Context: an optimization exercise on an open-source flow, tuned for small area, a short achievable clock period and few clock cycles. The choices shown serve that exercise and are no tape-out recipe. Function was checked by simulation only, so behaviour that the tests miss may differ from the original.

===== flow/design.v =====
module rs_dec (
    input  wire       clk,
    input  wire       rst,           
    input  wire       in_valid,
    output wire       in_ready,
    input  wire [9:0] in_sym,
    output reg        err_valid,
    output reg  [9:0] err_pos,       
    output reg  [9:0] err_val,       
    output reg        done_valid,
    output reg        done_uncorr,
    output reg  [4:0] done_nerr
);
    localparam N_SYM = 544;
    localparam T2    = 30;
    localparam T     = 15;
    function [9:0] gf_mul(input [9:0] a, input [9:0] b);
        integer k;
        reg [9:0] p, s;
        begin
            p = 10'd0;
            s = a;
            for (k = 0; k < 10; k = k + 1) begin
                if (b[k]) p = p ^ s;
                s = {s[8:0], 1'b0} ^ (s[9] ? 10'h009 : 10'h000);
            end
            gf_mul = p;
        end
    endfunction
    function [9:0] alpha_pow(input integer e);
        integer k;
        reg [9:0] v;
        begin
            v = 10'd1;
            for (k = 0; k < e; k = k + 1)
                v = {v[8:0], 1'b0} ^ (v[9] ? 10'h009 : 10'h000);
            alpha_pow = v;
        end
    endfunction
    function [4:0] g32_mul(input [4:0] a, input [4:0] b);
        integer k;
        reg [4:0] p, s;
        begin
            p = 5'd0;
            s = a;
            for (k = 0; k < 5; k = k + 1) begin
                if (b[k]) p = p ^ s;
                s = {s[3:0], 1'b0} ^ (s[4] ? 5'h05 : 5'h00);
            end
            g32_mul = p;
        end
    endfunction
    function [4:0] g32_sq(input [4:0] a);
        g32_sq = g32_mul(a, a);
    endfunction
    function [4:0] g32_inv(input [4:0] a);
        case (a)
            5'd0:  g32_inv = 5'd0;   5'd1:  g32_inv = 5'd1;
            5'd2:  g32_inv = 5'd18;  5'd3:  g32_inv = 5'd28;
            5'd4:  g32_inv = 5'd9;   5'd5:  g32_inv = 5'd23;
            5'd6:  g32_inv = 5'd14;  5'd7:  g32_inv = 5'd12;
            5'd8:  g32_inv = 5'd22;  5'd9:  g32_inv = 5'd4;
            5'd10: g32_inv = 5'd25;  5'd11: g32_inv = 5'd16;
            5'd12: g32_inv = 5'd7;   5'd13: g32_inv = 5'd15;
            5'd14: g32_inv = 5'd6;   5'd15: g32_inv = 5'd13;
            5'd16: g32_inv = 5'd11;  5'd17: g32_inv = 5'd24;
            5'd18: g32_inv = 5'd2;   5'd19: g32_inv = 5'd29;
            5'd20: g32_inv = 5'd30;  5'd21: g32_inv = 5'd26;
            5'd22: g32_inv = 5'd8;   5'd23: g32_inv = 5'd5;
            5'd24: g32_inv = 5'd17;  5'd25: g32_inv = 5'd10;
            5'd26: g32_inv = 5'd21;  5'd27: g32_inv = 5'd31;
            5'd28: g32_inv = 5'd3;   5'd29: g32_inv = 5'd19;
            5'd30: g32_inv = 5'd20;  default: g32_inv = 5'd27;
        endcase
    endfunction
    function [9:0] to_col(input integer i);
        case (i)
            0: to_col = 10'b0000000001; 1: to_col = 10'b0011000001;
            2: to_col = 10'b1010010101; 3: to_col = 10'b1001000010;
            4: to_col = 10'b1110100001; 5: to_col = 10'b1111100101;
            6: to_col = 10'b0100101101; 7: to_col = 10'b1000111110;
            8: to_col = 10'b1011010111; default: to_col = 10'b1000001100;
        endcase
    endfunction
    function [9:0] from_col(input integer i);
        case (i)
            0: from_col = 10'b0000000001; 1: from_col = 10'b1101010111;
            2: from_col = 10'b1001100011; 3: from_col = 10'b0101101111;
            4: from_col = 10'b0100111010; 5: from_col = 10'b0011101101;
            6: from_col = 10'b1001010011; 7: from_col = 10'b1001010000;
            8: from_col = 10'b1110100000; default: from_col = 10'b0100001100;
        endcase
    endfunction
    function [9:0] to_comp(input [9:0] a);
        integer k;
        begin
            to_comp = 10'd0;
            for (k = 0; k < 10; k = k + 1)
                if (a[k]) to_comp = to_comp ^ to_col(k);
        end
    endfunction
    function [9:0] from_comp(input [9:0] a);
        integer k;
        begin
            from_comp = 10'd0;
            for (k = 0; k < 10; k = k + 1)
                if (a[k]) from_comp = from_comp ^ from_col(k);
        end
    endfunction
    function [9:0] comp_inv(input [9:0] a);
        reg [4:0] ah, al, n, ni;
        begin
            ah = a[9:5];
            al = a[4:0];
            n  = g32_sq(ah) ^ g32_mul(ah, al) ^ g32_sq(al);
            ni = g32_inv(n);
            comp_inv = {g32_mul(ah, ni), g32_mul(ah ^ al, ni)};
        end
    endfunction
    function [9:0] comp_mul(input [9:0] a, input [9:0] b);
        reg [4:0] hh, ll, mm;
        begin
            hh = g32_mul(a[9:5], b[9:5]);
            ll = g32_mul(a[4:0], b[4:0]);
            mm = g32_mul(a[9:5] ^ a[4:0], b[9:5] ^ b[4:0]);
            comp_mul = {mm ^ ll, hh ^ ll};
        end
    endfunction
    integer i;
    genvar g;
    reg        rdy;
    reg        iv;               
    reg        ilast;            
    reg  [9:0] isym;
    reg  [9:0] icnt;             
    reg        ifirst;           
    assign in_ready = rdy;
    wire take = in_valid && rdy;
    reg  [9:0] acc  [0:T2-1];
    reg  [9:0] snap [0:T2-1];
    reg        snap_full;
    wire [9:0] syn_next [0:T2-1];
    generate
        for (g = 0; g < T2; g = g + 1) begin : g_syn
            localparam [9:0] AJ = alpha_pow(g);
            assign syn_next[g] = (ifirst ? 10'd0 : gf_mul(acc[g], AJ)) ^ isym;
        end
    endgenerate
    wire snap_load = iv && ilast;
    localparam BM_IDLE = 3'd0, BM_INIT = 3'd1, BM_PREP = 3'd2, BM_ITER = 3'd3,
               BM_TAIL = 3'd4, BM_OMG  = 3'd5, BM_OTAIL = 3'd6, BM_DONE = 3'd7;
    reg  [2:0] bm;
    reg  [9:0] lam [0:T];        
    reg  [9:0] bpl [0:T];        
    reg  [9:0] gam, del, dacc, pm;
    reg  [4:0] L;                
    reg  [3:0] Lb;               
    reg  [4:0] m;                
    reg  [4:0] r;                
    reg  [3:0] k;                
    reg  [5:0] jb;               
    reg        chg;              
    reg  [4:0] Ln;               
    reg        ovf;
    reg  [4:0] sidx;             
    reg        mv, mfirst, mlast;
    reg  [3:0] mi;               
    reg  [3:0] oi, oj;           
    wire [3:0] lidx  = (bm == BM_OMG) ? oj : k;
    wire [9:0] lam_rd = (lidx <= L) ? lam[lidx] : 10'd0;
    wire       jb_ok  = !jb[5] && (jb[3:0] <= Lb) && !jb[4];
    wire [9:0] b_rd   = jb_ok ? bpl[jb[3:0]] : 10'd0;
    wire [9:0] s_rd   = snap[sidx];
    wire [9:0] lp     = gf_mul(gam, lam_rd) ^ gf_mul(del, b_rd);
    wire [9:0] dacc_n = (mfirst ? 10'd0 : dacc) ^ gf_mul(pm, s_rd);
    wire       p_chg = (del != 10'd0) && ({L, 1'b0} <= {1'b0, r});
    wire [4:0] p_Ln  = p_chg ? (r + 5'd1 - L) : L;
    wire bm_release = (bm == BM_TAIL && r == T2 - 1 && Ln == 5'd0) ||
                      (bm == BM_PREP && p_Ln > T) ||
                      (bm == BM_OTAIL);
    wire [9:0] icnt_n = take ? ((icnt == N_SYM - 1) ? 10'd0 : icnt + 10'd1) : icnt;
    wire       sf_n   = (snap_full && !bm_release) || snap_load;
    reg  [9:0] lt [0:T];
    reg  [9:0] ot [0:T-1];
    reg        cbusy;
    reg  [9:0] ccnt;
    reg  [4:0] cL;
    reg        covf;
    reg  [4:0] nroots;
    reg [9:0] lam_sum, odd_sum, omg_sum;
    always @(*) begin
        lam_sum = 10'd0;
        odd_sum = 10'd0;
        omg_sum = 10'd0;
        for (i = 0; i <= T; i = i + 1) begin
            lam_sum = lam_sum ^ lt[i];
            if (i % 2 == 1) odd_sum = odd_sum ^ lt[i];
        end
        for (i = 0; i < T; i = i + 1)
            omg_sum = omg_sum ^ ot[i];
    end
    wire c_stop  = cbusy && (covf || nroots == cL);
    wire c_last  = cbusy && (ccnt == N_SYM - 1);
    wire c_root  = cbusy && !c_stop && (lam_sum == 10'd0);
    wire c_fin   = c_stop || c_last;
    wire [4:0] c_nr = nroots + {4'd0, c_root};
    wire c_load  = (bm == BM_DONE) && (!cbusy || c_fin);
    reg        f0_rv, f0_dv, f0_du;
    reg  [9:0] f0_pos, f0_odd, f0_omg;
    reg  [4:0] f0_dn;
    reg        f1_rv, f1_dv, f1_du;
    reg  [9:0] f1_pos, f1_inv, f1_omg;
    reg  [4:0] f1_dn;
    always @(posedge clk) begin
        isym <= in_sym;
        if (iv)
            for (i = 0; i < T2; i = i + 1) acc[i] <= syn_next[i];
        if (snap_load)
            for (i = 0; i < T2; i = i + 1) snap[i] <= syn_next[i];
        if (mv) dacc <= dacc_n;
        for (i = 0; i <= T; i = i + 1)
            lt[i] <= c_load ? ((i <= L) ? lam[i] : 10'd0)
                            : gf_mul(lt[i], alpha_pow((1023 - i) % 1023));
        for (i = 0; i < T; i = i + 1)
            ot[i] <= c_load ? ((i < L) ? bpl[i] : 10'd0)
                            : gf_mul(ot[i], alpha_pow((1023 - i) % 1023));
        f0_pos <= (N_SYM - 1) - ccnt;
        f0_odd <= odd_sum;
        f0_omg <= omg_sum;
        f0_dn  <= c_nr;
        f0_du  <= covf || (c_nr != cL);
        f1_pos <= f0_pos;
        f1_inv <= comp_inv(to_comp(f0_odd));
        f1_omg <= to_comp(f0_omg);
        f1_dn  <= f0_dn;
        f1_du  <= f0_du;
        err_pos     <= f1_pos;
        err_val     <= from_comp(comp_mul(f1_omg, f1_inv));
        done_nerr   <= f1_dn;
        done_uncorr <= f1_du;
        case (bm)
            BM_INIT: begin
                lam[0] <= 10'd1;
                bpl[0] <= 10'd1;
                L   <= 5'd0;
                Lb  <= 4'd0;
                m   <= 5'd0;
                gam <= 10'd1;
                r   <= 5'd0;
                del <= snap[0];
                ovf <= 1'b0;
            end
            BM_PREP: begin
                chg  <= p_chg;
                Ln   <= p_Ln;
                k    <= p_Ln[3:0];
                jb   <= {1'b0, p_Ln} - 6'd1 - {1'b0, m};
                if (p_Ln > T) ovf <= 1'b1;
            end
            BM_ITER: begin
                lam[k] <= lp;
                if (chg) bpl[k] <= lam_rd;
                pm   <= lp;
                sidx <= r + 5'd1 - {1'b0, k};
                k    <= k - 4'd1;
                jb   <= jb - 6'd1;
            end
            BM_TAIL: begin
                del <= dacc_n;
                r   <= r + 5'd1;
                if (chg) begin
                    Lb  <= L[3:0];
                    L   <= Ln;
                    m   <= 5'd0;
                    gam <= del;
                end else begin
                    m <= m + 5'd1;
                end
                oi <= 4'd0;
                oj <= 4'd0;
            end
            BM_OMG: begin
                pm   <= lam_rd;
                sidx <= {1'b0, oi} - {1'b0, oj};
                mi   <= oi;
                if (oj == oi) begin
                    oi <= oi + 4'd1;
                    oj <= 4'd0;
                end else begin
                    oj <= oj + 4'd1;
                end
            end
            default: ;
        endcase
        if (mv && mlast) bpl[mi] <= dacc_n;
        if (rst) begin
            rdy       <= 1'b1;
            iv        <= 1'b0;
            ilast     <= 1'b0;
            icnt      <= 10'd0;
            ifirst    <= 1'b1;
            snap_full <= 1'b0;
            bm        <= BM_IDLE;
            mv        <= 1'b0;
            mfirst    <= 1'b0;
            mlast     <= 1'b0;
            cbusy     <= 1'b0;
            f0_rv <= 1'b0; f0_dv <= 1'b0;
            f1_rv <= 1'b0; f1_dv <= 1'b0;
            err_valid  <= 1'b0;
            done_valid <= 1'b0;
        end else begin
            iv    <= take;
            ilast <= take && (icnt == N_SYM - 1);
            if (take) icnt <= (icnt == N_SYM - 1) ? 10'd0 : icnt + 10'd1;
            if (iv) ifirst <= ilast;
            rdy <= (icnt_n != N_SYM - 1) || !sf_n;
            if (snap_load) snap_full <= 1'b1;
            else if (bm_release) snap_full <= 1'b0;
            mv     <= 1'b0;
            mfirst <= 1'b0;
            mlast  <= 1'b0;
            case (bm)
                BM_IDLE: if (snap_full) bm <= BM_INIT;
                BM_INIT: bm <= BM_PREP;
                BM_PREP: bm <= (p_Ln > T) ? BM_DONE : BM_ITER;
                BM_ITER: begin
                    mv     <= (r != T2 - 1);
                    mfirst <= (k == Ln[3:0]);
                    if (k == 4'd0) bm <= BM_TAIL;
                end
                BM_TAIL: begin
                    if (r == T2 - 1)
                        bm <= (Ln == 5'd0) ? BM_DONE : BM_OMG;
                    else
                        bm <= BM_PREP;
                end
                BM_OMG: begin
                    mv     <= 1'b1;
                    mfirst <= (oj == 4'd0);
                    mlast  <= (oj == oi);
                    if (oj == oi && {1'b0, oi} == L - 5'd1) bm <= BM_OTAIL;
                end
                BM_OTAIL: bm <= BM_DONE;
                default: if (c_load) bm <= snap_full ? BM_INIT : BM_IDLE;
            endcase
            if (c_load) begin
                cbusy  <= 1'b1;
                ccnt   <= 10'd0;
                cL     <= L;
                covf   <= ovf;
                nroots <= 5'd0;
            end else if (c_fin) begin
                cbusy <= 1'b0;
            end else if (cbusy) begin
                ccnt   <= ccnt + 10'd1;
                nroots <= c_nr;
            end
            f0_rv <= c_root;
            f0_dv <= c_fin;
            f1_rv <= f0_rv;
            f1_dv <= f0_dv;
            err_valid  <= f1_rv;
            done_valid <= f1_dv;
        end
    end
endmodule

===== flow/run.sh =====
#!/bin/bash
# synth_recipe.tcl (not shown) runs the flow's synth.tcl, then flattens the netlist and writes it again
# the make line also repeats each setting of config.mk as NAME=value (left out here)
make -C /OpenROAD-flow-scripts/flow DESIGN_CONFIG=/design/flow/config.mk WORK_HOME=/design/flow/orfs CLKGATE_MAP_FILE= SYNTH_SCRIPT=/design/flow/synth_recipe.tcl finish

===== flow/config.mk =====
export PLATFORM = sky130hd
export DESIGN_NAME = rs_dec
export DESIGN_NICKNAME = rs_dec
export VERILOG_FILES = /design/flow/design.v
export SDC_FILE = /design/flow/constraint.sdc
export NUM_CORES = 8
export LEC_CHECK = 0
export ABC_CLOCK_PERIOD_IN_PS = 4000
export CAP_MARGIN = 20
export CORE_MARGIN = 2
export CORE_UTILIZATION = 40
export SETUP_SLACK_MARGIN = 5
export SLEW_MARGIN = 20

===== flow/constraint.sdc =====
create_clock -name core_clock -period 12.0 [get_ports {clk}]
set_input_delay 2.4000 -clock core_clock [delete_from_list [all_inputs] [get_ports {clk}]]
set_output_delay 2.4000 -clock core_clock [all_outputs]
set_load 0.01 [all_outputs]

==> results of run 1 <==
## synth_stat cells (all sizes together), types with 59 or more instances
cell type	instances	share of area, %
nor3	59	0.39
nand3	320	2.1
dfxtp	430	11
buf	88	0.60
o21ai	404	2.6
nand2	829	4.1
xnor2	1067	12
a22oi	114	1.1
xor2	653	7.5
nand2b	106	0.87
inv	98	0.48
a21oi	150	0.99
nor2	546	2.7
edfxtp	1054	41
ha	62	1.0
clkbuf	327	1.6
mux2i	138	1.8
nor2b	59	0.48
## logic make-up after synthesis
logic type	count (synthesis)	share of synthesized area (%)
DFF	1484	52.5
buffers and inverters	516	2.70
adders and majority gates	66	1.12
muxes	226	3.95
xor gates and xnor gates	1737	20.3
and+or+nand+nor	2089	12.1
AOI/OAI and AO/OA	905	7.30
## through the flow
stage / utilization [%] / area [um^2] / setup slack (ns)
final: 44.7 / 85100 / 5.21
after global routing: 44.7 / 85100 / 4.81
after CTS: 44.7 / 85000 / 5.06
after detailed placement: 41.8 / 79600 / 4.37
after global placement: 41.8 / 79600 / 4.57
after floorplan: - / 76700 / 5.07
## routing by layer
| layer | vias to the layer above | track usage (%) | part of all wire [%] |
|---|---|---|---|
| met5 | - | 0 | 0.010 |
| met4 | 4 | 8.97 | 4.1 |
| met3 | 443 | 3.70 | 7.3 |
| met2 | 2128 | 38.6 | 48 |
| met1 | 25900 | 30.7 | 41 |
| li1 | 24000 | - | - |
## final timing paths
path / to / depth (start not counted)
worst min-delay path: f1_pos[3]$_DFF_P_ / 0
worst max-delay path: lam[12][9]$_DFFE_PP_ / 18
worst min register to register: f1_pos[3]$_DFF_P_ / 0
worst max register to register: lam[12][9]$_DFFE_PP_ / 18
## critical path: stages, from the launching register on
cell	delay [ns]
dfxtp_1	0.72
nand3b_2	0.23
buf_4	0.35
clkinvlp_4	0.48
a21oi_2	0.27
buf_4	0.35
inv_2	0.29
ha_1	0.38
nor2b_1	0.14
o21a_1	0.16
o21a_1	0.18
o21a_1	0.44
nor2_1	0.83
nand2_1	0.15
xnor2_1	0.18
xnor2_1	0.13
xnor2_1	0.29
xnor2_1	0.23
and2_1	0.62
## registers in the layout, summed over array words and instances (netlist names), 10 cells and up, named ones only
signal / flops
f1_omg: 10
err_val: 10
dacc: 10
f1_pos: 10
f0_omg: 10
gam: 10
lam: 160
isym: 10
acc: 300
ccnt: 10
pm: 10
f0_odd: 10
bpl: 160
f0_pos: 10
icnt: 10
err_pos: 10
f1_inv: 10
lt: 160
ot: 150
snap: 300
del: 10
## layout make-up
cell class / instances / area, um^2
Timing Repair Buffer: 144 / 1220
Clock buffer: 219 / 4450
Tap cell: 2511 / 3140
Inverter: 101 / 390
Antenna cell: 2 / 5.00
Fill cell: 17600 / 105000
Multi-Input combinational cell: 5023 / 34700
Sequential cell: 1484 / 40300
Clock inverter: 84 / 948
## what timing repair did
| item | in CTS | in global routing |
|---|---|---|
| setup endpoints to repair | 113 | 137 |
| hold buffers | 0 | 0 |
| gates resized for setup | 3 | 10 |
| hold endpoints to repair | 0 | 0 |
==> run_results.csv, run 1 <==
group,metric,value,unit
sta,setup_viol,0,
clock_network,cts_max_level,4,
floorplanning,die_w,442,um
yosys,seq_area_frac_synth,52.5,%
yosys,ys_seq_elements,1484,
floorplanning,coreArea,190000,um^2
cells_and_area,mostFrequentLayoutCells,"edfxtp_1 (1054), xnor2_1 (1048), nand2_1 (828)",
floorplanning,start_util,40.3,%
sta,fin_crit,6.79,ns
worst_setup_path,path_class,"reg2reg",
yosys,synthCells,7023,
routing,dr.first_iter.drc_count,5847,
clock_network,root_buffer,"clkbuf_16",
clock_network,cts_tree,"done",
worst_setup_path,crit_arrival,7.30,ns
yosys,ys_warn_count,5,
routing,vias,52400,
sta,relSlewSlack,24.6,%
floorplanning,rows,160,
clock_network,cts_buffers,163,
grt,grt_pass1_vias,50900,
sta,tightest_slew,1.13,ns
cells_and_area,drive_gt1_share,7.61,%
sta,whs,0.322,ns
clock_network,path_clk_slew,0.06,ns
routing,wl,233,mm
placement,hpwl,163,mm
grt,grt_max_degree,227,
yosys,synthFlopType,"edfxtp_1",
worst_setup_path,cp-start-kind,"flop",
worst_setup_path,critical_path.max_fanout,29,
placement,dp.cells,9263,
routing,detail_route.wl_per_cell,24.3,um
grt,grt-ovfl-total,0,
placement,place_congestion,0.929,
sta,fmax,147,MHz
yosys,synth_cell_types,100,
yosys,synth-edff-count,1054,
grt,grt_pass1_wl,342,mm
cells_and_area,final_common_cell,"edfxtp_1",
yosys,syn_avg_cell_area,10.9,um^2
worst_setup_path,rrSetupSlack,5.21,ns
clock_network,clk_latency,0.83,ns
routing,drc,0,
placement,placement.io_buffers,41,
cells_and_area,area_delta_synth_final,11.0,%
routing,ant_nets,0,
flow_run,max-cap-violations,0,
yosys,synth-async-reset-ratio,0,%
floorplanning,die_area,195000,um^2
clock_network,cts_setup_buffers,0,
worst_setup_path,critPathLaunch,"bm[1]$_SDFFE_PP0P_",
grt,track_usage,23.3,%
cells_and_area,num-nets-final,6996,
sta,finalHoldViolations,0,
yosys,syn_area,76700,um^2
routing,avgViaCountPerCell,5.48,
grt,antenna_found_initial,4,
worst_setup_path,crit_required,12.51,ns
yosys,syn-num-nets,7102,
clock_network,cts_sinks,1484,
routing,first_pass_iters,6,
worst_setup_path,reg2reg_from,"bm[1]$_SDFFE_PP0P_",
sta,rsz0062_at_grt,"true",
min_path,hp-start,"f0_pos[3]$_DFF_P_",
clock_network,ctsLongestPathBuffers,3,
cells_and_area,fin_cells,9568,
run_status,status,"finished clean",
sta,finalClockSkew,0.0411,ns
sta,finalSetupTns,0,ns
sta,slew_violations,0,
min_path,worstHoldPathType,"reg2reg",
floorplanning,io_pins,42,
worst_setup_path,endpoint_kind,"flop",
sta,period_share,56.5,%
floorplanning,die_h,442,um
Testbench counts, summed over its fixed seeds: cycles 108,266.
==> inputs of run 2 (changes only) <==
--- a/flow/config.mk
+++ b/flow/config.mk
@@ -6,8 +6,6 @@
 export NUM_CORES = 8
 export LEC_CHECK = 0
-export ABC_CLOCK_PERIOD_IN_PS = 4000
 export CAP_MARGIN = 20
 export CORE_MARGIN = 2
 export CORE_UTILIZATION = 40
-export SETUP_SLACK_MARGIN = 5
 export SLEW_MARGIN = 20
==> run_results.csv, run 2 <==
group,metric,value,unit
yosys,syn_area,76700,um^2
clock_network,root_buffer,"clkbuf_16",
worst_setup_path,critical_path.max_fanout,28,
worst_setup_path,crit_required,12.49,ns
grt,grt_max_degree,185,
worst_setup_path,cp_common_cell,"o21a_1",
worst_setup_path,crit_arrival,8.14,ns
yosys,ys_seq_elements,1484,
routing,vias,52300,
yosys,yosysMostFrequentCell,"xnor2_1",
sta,finalHoldViolations,0,
clock_network,cts_sinks,1484,
floorplanning,start_util,40.3,%
yosys,synthTopCellsByCount,"xnor2_1 (1057), edfxtp_1 (1054), nand2_1 (828)",
worst_setup_path,cp-start-kind,"flop",
sta,fin_crit,7.64,ns
cells_and_area,num-nets-final,7002,
routing,wl,233,mm
placement,hpwl,164,mm
routing,drc,0,
yosys,synthCells,7023,
clock_network,path_clk_slew,0.06,ns
floorplanning,coreArea,190000,um^2
yosys,synth-async-reset-ratio,0,%
grt,grtUsageMet2,39.1,%
grt,grt_pass1_vias,50600,
sta,finalSetupTns,0,ns
routing,ant_nets,0,
cells_and_area,postLayoutCellArea,85100,um^2
cells_and_area,drive_gt1_share,7.66,%
clock_network,cts_resized,0,
yosys,seq_area_frac_synth,52.5,%
worst_setup_path,reg2regPathDepth,17,
sta,slew_violations,0,
yosys,yosysTopAreaCell,"edfxtp_1",
cells_and_area,area_delta_synth_final,11.0,%
cells_and_area,final_common_cell,"edfxtp_1",
grt,top_usage_layer,"met2",
yosys,syn_avg_cell_area,10.9,um^2
sta,period_share,63.7,%
run_status,status,"finished clean",
routing,dr.first_iter.drc_count,5775,
sta,tightest_slew,1.12,ns
worst_setup_path,worstPathCellList,"nand3b_2, buf_4, clkinv_1, a21oi_2, inv_2, ha_1, o21a_1, o21a_1, o21a_1, nor2_1, o21ai_0, o21ai_0, a22oi_1, xnor2_1, xnor3_1, xnor2_1, nor2_1",
yosys,synth-edff-count,1054,
clock_network,cts_setup_buffers,0,
worst_setup_path,crit_slowest_cell,"a21oi_2",
floorplanning,rows,160,
grt,grt_use_met1,30.9,%
sta,setup_viol,0,
sta,relSlewSlack,24.8,%
yosys,synth_cell_types,100,
clock_network,clk_latency,0.85,ns
grt,antenna_found_initial,1,
sta,whs,0.317,ns
cells_and_area,diodes,0,
yosys,synthFlopType,"edfxtp_1",
cells_and_area,mostFrequentLayoutCells,"edfxtp_1 (1054), xnor2_1 (1049), nand2_1 (828)",
clock_network,ctsLongestPathBuffers,3,
clock_network,holdBufCountCts,0,
floorplanning,io_pins,42,
worst_setup_path,critPathBufInv,3,
cells_and_area,fin_util,44.7,%
min_path,worstHoldPathType,"reg2reg",
placement,place_congestion,0.946,
grt,gr-usage-met3,3.53,%
floorplanning,die_area,195000,um^2
routing,avgViaCountPerCell,5.46,
yosys,synth_area_leaders,"edfxtp_1 (41%), xnor2_1 (12%), dfxtp_1 (11%)",
yosys,ys_warn_count,5,
clock_network,cts_buffers,164,
grt,grt-ovfl-total,0,
yosys,syn-num-nets,7102,
floorplanning,die_w,442,um
grt,track_usage,23.3,%
worst_setup_path,path_class,"reg2reg",
yosys,yosys.area.top_type_share,41.3,%
routing,detail_route.wl_per_cell,24.3,um
sta,rsz0062_at_grt,"false",
worst_setup_path,endpoint_kind,"flop",
worst_setup_path,max_stage_delay,0.87,ns
clock_network,cts_max_level,4,
sta,finalClockSkew,0.0643,ns
worst_setup_path,cp.depth,17,
min_path,min_delay_path_depth,0,
placement,placement.io_buffers,41,
placement,postPlaceCellArea,79600,um^2
routing,first_pass_iters,6,
grt,grt_pass1_wl,343,mm
worst_setup_path,critical_path.top_delay_family,"compound AO/OA/AOI/OAI gates",
flow_run,max-cap-violations,0,
floorplanning,die_h,442,um
clock_network,cts_tree,"done",
sta,fmax,131,MHz
cells_and_area,top_regs,"acc (300), snap (300)",
-- run 2: cell counts after synthesis --
Identical to the previous run, type by type.
-- run 2: cells by family after synthesis --
group / Yosys count / synth area share [%]
simple gates: 2089 / 12.1
xor+xnor: 1737 / 20.3
flops: 1484 / 52.5
compound gates: 905 / 7.30
buf+inv: 516 / 2.70
mux: 226 / 3.95
fa+ha+maj: 66 / 1.12
-- run 2: routing by layer --
metal / up-vias / wire length [um] / share of wire [%]
met5: - / 11 / 0.0047
met4: 2 / 7930 / 3.4
met3: 371 / 15600 / 6.7
met2: 1993 / 112000 / 48
met1: 25900 / 97100 / 42
li1: 24000 / - / -
-- run 2: final cells by class --
| type | count | area, um^2 |
|---|---|---|
| Sequential cell | 1484 | 40300 |
| Fill cell | 17600 | 105000 |
| Clock inverter | 94 | 1010 |
| Clock buffer | 210 | 4480 |
| Tap cell | 2511 | 3140 |
| Timing Repair Buffer | 149 | 1220 |
| Multi-Input combinational cell | 5023 | 34600 |
| Inverter | 101 | 387 |
-- run 2: stage by stage --
step                setup WS, ns  instances
finish                      4.36       9572
global route                3.79       9572
CTS                         4.39       9571
detailed placement          4.47       9267
global placement            4.67       9267
floorplan                  0.202       7023
-- run 2: worst reg2reg max path, stage by stage, from the launching register on --
cell	delay, ns
dfxtp_1	0.70
nand3b_2	0.23
buf_4	0.34
clkinv_1	0.64
a21oi_2	0.88
inv_2	0.50
ha_1	0.44
o21a_1	0.11
o21a_1	0.17
o21a_1	0.37
nor2_1	0.77
o21ai_0	0.29
o21ai_0	0.22
a22oi_1	0.13
xnor2_1	0.19
xnor3_1	0.42
xnor2_1	0.18
nor2_1	0.72
-- run 2: path summary, 6_finish.rpt --
| check | startpoint | end | slack [ns] |
|---|---|---|---|
| setup / recovery | bm[1]$_SDFFE_PP0P_ | lam[8][3]$_DFFE_PP_ | 4.36 |
| hold / removal | f0_dn[2]$_DFF_P_ | f1_dn[2]$_DFF_P_ | 0.32 |
| setup reg to reg | bm[1]$_SDFFE_PP0P_ | lam[8][3]$_DFFE_PP_ | 4.36 |
| hold reg to reg | f0_dn[2]$_DFF_P_ | f1_dn[2]$_DFF_P_ | 0.32 |

==> afterwards: timing with drivers on the ports <==
The results above use ideal ports. As a check the final layouts listed here were re-extracted and re-timed, cells and wires unchanged. Step 1 sets driving cells, clkbuf_16 on the clock port and buf_2 on the other inputs (assumed; they add their load-dependent delay and slew). Step 2 moves the port delays by t, midway between the first and last clock arrival at a register: inputs arrive t later, outputs are due t later. That takes back most of the time a late clock gives input paths. Three values: no drivers, after step 1, after step 2; two values: the first two.
| run | t (ns) | slack for setup (ns) | hold slack, ns | latest minus earliest clock arrival (ns) |
|---|---|---|---|---|
| run 1 | 0.899 | 5.214 / 5.214 / 5.214 | 0.322 / 0.322 / 0.322 | 0.043 / 0.043 |
| run 2 | 0.895 | 4.356 / 4.356 / 4.356 | 0.317 / 0.317 / 0.317 | 0.067 / 0.067 |
After both steps setup and hold are still met in every run listed.
